Source: an optimization exercise on an open RTL-to-GDS flow (aim: small area, a short achievable clock period and few clock cycles per item). Production flows keep margins and buffers that such runs may drop. Only simulation tests tie the RTL to the original design; equivalence was not proved.

Setup of alpha:
Design flow_hash, start of the top module:
module flow_hash (
    input  wire         clk,
    input  wire         rst,
    input  wire [63:0]  hash_key0,
    input  wire [63:0]  hash_key1,
    input  wire [4:0]   bucket_bits,
    input  wire         in_valid,
    output wire         in_ready,
    input  wire         in_ipv6,
    input  wire         in_sym,
    input  wire [7:0]   in_proto,
    input  wire [15:0]  in_zone,
    input  wire [15:0]  in_sport,
    input  wire [15:0]  in_dport,
    input  wire [127:0] in_saddr,
    input  wire [127:0] in_daddr,
    output wire         out_valid,
    input  wire         out_ready,
    output wire [63:0]  out_hash,
    output wire [3:0]   out_shard,
    output wire [21:0]  out_bucket,
    output wire [15:0]  out_group,
    output wire         out_key_swap
);
    reg          busy;            
    reg  [3:0]   cnt;             
    reg          ipv6;
    reg          key_swap;
    reg          seen;            
    reg          swap_pre;        
    reg  [63:0]  v0, v1, v2, v3;
    reg  [63:0]  s1, s2, s3, s4;  
    reg  [63:0]  mw;              
    reg          pend;
    reg          res_full;
    reg  [63:0]  res_hash;
    reg          res_swap;
    reg  [21:0]  bmask;
    reg          last;            
    reg          rdy;             
    function [1:0] cmp128(input [127:0] a, input [127:0] b);
        reg [127:0] g, e;
        integer n, i;
        begin
            g = a & ~b;
            e = ~(a ^ b);
            for (n = 64; n >= 1; n = n / 2)
                for (i = 0; i < n; i = i + 1) begin
                    g[i] = g[2*i+1] | (e[2*i+1] & g[2*i]);
                    e[i] = e[2*i+1] & e[2*i];
                end
            cmp128 = {g[0], e[0]};
        end
    endfunction
    function [63:0] bswap(input [63:0] d);
        bswap = {d[7:0], d[15:8], d[23:16], d[31:24],
                 d[39:32], d[47:40], d[55:48], d[63:56]};
    endfunction
    wire [1:0] c_hi = cmp128({32'd0, in_saddr[127:32]}, {32'd0, in_daddr[127:32]});
    wire [1:0] c_lo = cmp128({96'd0, in_saddr[31:0]}, {96'd0, in_daddr[31:0]});
    wire [1:0] c_pt = cmp128({112'd0, in_sport}, {112'd0, in_dport});
    wire lo_gt  = c_lo[1] || (c_lo[0] && c_pt[1]);    
  ...
Size: roughly 6100 cells after synthesis, roughly 560 I/O pins.
export LEC_CHECK = 0
export CAP_MARGIN = 20
export CORE_MARGIN = 2
export CORE_UTILIZATION = 45
export CTS_BUF_LIST = sky130_fd_sc_hd__clkbuf_8
export CTS_CLUSTER_SIZE = 20
export SETUP_SLACK_MARGIN = 5
export SLEW_MARGIN = 20
export SYNTH_HIERARCHICAL = 1
export SYNTH_MINIMUM_KEEP_SIZE = 0
create_clock -name core_clock -period 11.0 [get_ports {clk}]
standard.sh (not shown) runs the stock make flow with config.mk's settings and CLKGATE_MAP_FILE= SYNTH_SCRIPT=/design/flow/synth_recipe.tcl, a recipe that flattens the netlist after the stock synthesis.
==> flow/flow/run.sh <==
#!/bin/bash
bash standard.sh SETUP_SLACK_MARGIN=6.5 \
    "BUFFER_PORTS_ARGS=-buffer_cell sky130_fd_sc_hd__buf_1" \
    finish > standard.log 2>&1
Testbench counts of alpha, summed over its fixed seeds: cycles 37,616, items 3,200.
The following lists how beta was set up differently from alpha:
--- a/flow/flow/run.sh
+++ b/flow/flow/run.sh
@@ -2 +2 @@
-bash standard.sh SETUP_SLACK_MARGIN=6.5 \
+bash standard.sh SETUP_SLACK_MARGIN=6 \
beta supports a lower top clock frequency than alpha.

* * *

Setup of main:
flow_hash again, from the RTL that the note above started with.
// flow_hash
module flow_hash (
    input  wire         clk,
    input  wire         rst,
    input  wire [63:0]  hash_key0,
    input  wire [63:0]  hash_key1,
    input  wire [4:0]   bucket_bits,
    input  wire         in_valid,
    output wire         in_ready,
    input  wire         in_ipv6,
    input  wire         in_sym,
    input  wire [7:0]   in_proto,
    input  wire [15:0]  in_zone,
    input  wire [15:0]  in_sport,
    input  wire [15:0]  in_dport,
    input  wire [127:0] in_saddr,
    input  wire [127:0] in_daddr,
    output wire         out_valid,
    input  wire         out_ready,
    output wire [63:0]  out_hash,
    output wire [3:0]   out_shard,
    output wire [21:0]  out_bucket,
    output wire [15:0]  out_group,
    output wire         out_key_swap
);
export LEC_CHECK = 0
export CAP_MARGIN = 20
export CORE_MARGIN = 2
export CORE_UTILIZATION = 45
export CTS_BUF_LIST = sky130_fd_sc_hd__clkbuf_8
export CTS_CLUSTER_SIZE = 20
export SETUP_SLACK_MARGIN = 5
export SLEW_MARGIN = 20
export SYNTH_HIERARCHICAL = 1
export SYNTH_MINIMUM_KEEP_SIZE = 0
create_clock -name core_clock -period 11.0 [get_ports {clk}]
==> flow/flow/run.sh <==
#!/bin/bash
bash standard.sh SETUP_SLACK_MARGIN=5.75 \
    "BUFFER_PORTS_ARGS=-buffer_cell sky130_fd_sc_hd__buf_1" \
    finish > standard.log 2>&1
main: all stages complete, timing, DRC and antenna checks passed
Testbench counts of main, summed over its fixed seeds: cycles 37,616, items 3,200.
Input changes introduced in the feature branch (baseline for comparison: main):
- a deleted CTS_BUF_LIST that had been sky130_fd_sc_hd__clkbuf_8
- a deleted CTS_CLUSTER_SIZE that had been 20
==> flow/flow/run.sh <==
#!/bin/bash
bash standard.sh SETUP_SLACK_MARGIN=6 \
    "BUFFER_PORTS_ARGS=-buffer_cell sky130_fd_sc_hd__buf_2" \
    finish > standard.log 2>&1
### Flow results
- Wire length per cell after detailed routing, main and the feature branch: higher on main
- The feature branch ended with more total cell area at the placement stage than main.
- Looking at main and the feature branch, the number of global-route vias before repair is a wash.
- As of the feature branch, count of clock buffers in the final design had fallen by more than a quarter compared to main.
- Final area delta for the feature branch relative to main: 5.0% higher
- Share of the final layout cell area in multi-input gates (higher): main
- Looking at area used by multi-input combinational logic, the feature branch sits about 3.6% above main.
- Against main as the reference, the feature branch delivers a lower aggregate routed wire length.
- Global-route usage in the feature branch is 0.82 points below main.
- The core of the feature branch is more densely filled than that of main.
- v3[23] as the launching element of the worst setup path was reported by main, and v0[13] by the feature branch.

==> port drivers added, routing unchanged <==
The flow's constraints put no driver on any port. The routed layouts listed below were extracted and timed again, unchanged, in two steps.
Step 1 assumes that a clkbuf_16 drives the clock port and a buf_2 every other input.
Step 2 adds t to the input delays and takes it off the output delays; t is the mean of the earliest and latest rising clock arrival at the registers after step 1. Input paths then give back, and output paths get back, about the clock's delay inside the block.
Slacks: ideal ports / drivers / drivers and shift; pairs: ideal ports / drivers.
run	t (ns)	setup WS [ns]	clock arrival spread, ns	worst register clock-pin slew, ns	worst slew at a driven data input, ns
alpha	0.982	5.977 / 5.977 / 5.769	0.058 / 0.057	0.07 / 0.07	0.12
beta	0.975	5.957 / 5.957 / 5.822	0.051 / 0.051	0.08 / 0.08	0.26
main	0.977	5.668 / 5.668 / 5.668	0.053 / 0.052	0.08 / 0.08	0.25
the feature branch	0.775	5.941 / 5.941 / 5.797	0.040 / 0.040	0.07 / 0.07	0.26
After both steps every run listed still meets setup and hold. The setup slack of alpha, which loses most, moves by 0.000 ns with the drivers and by -0.208 ns with both steps.
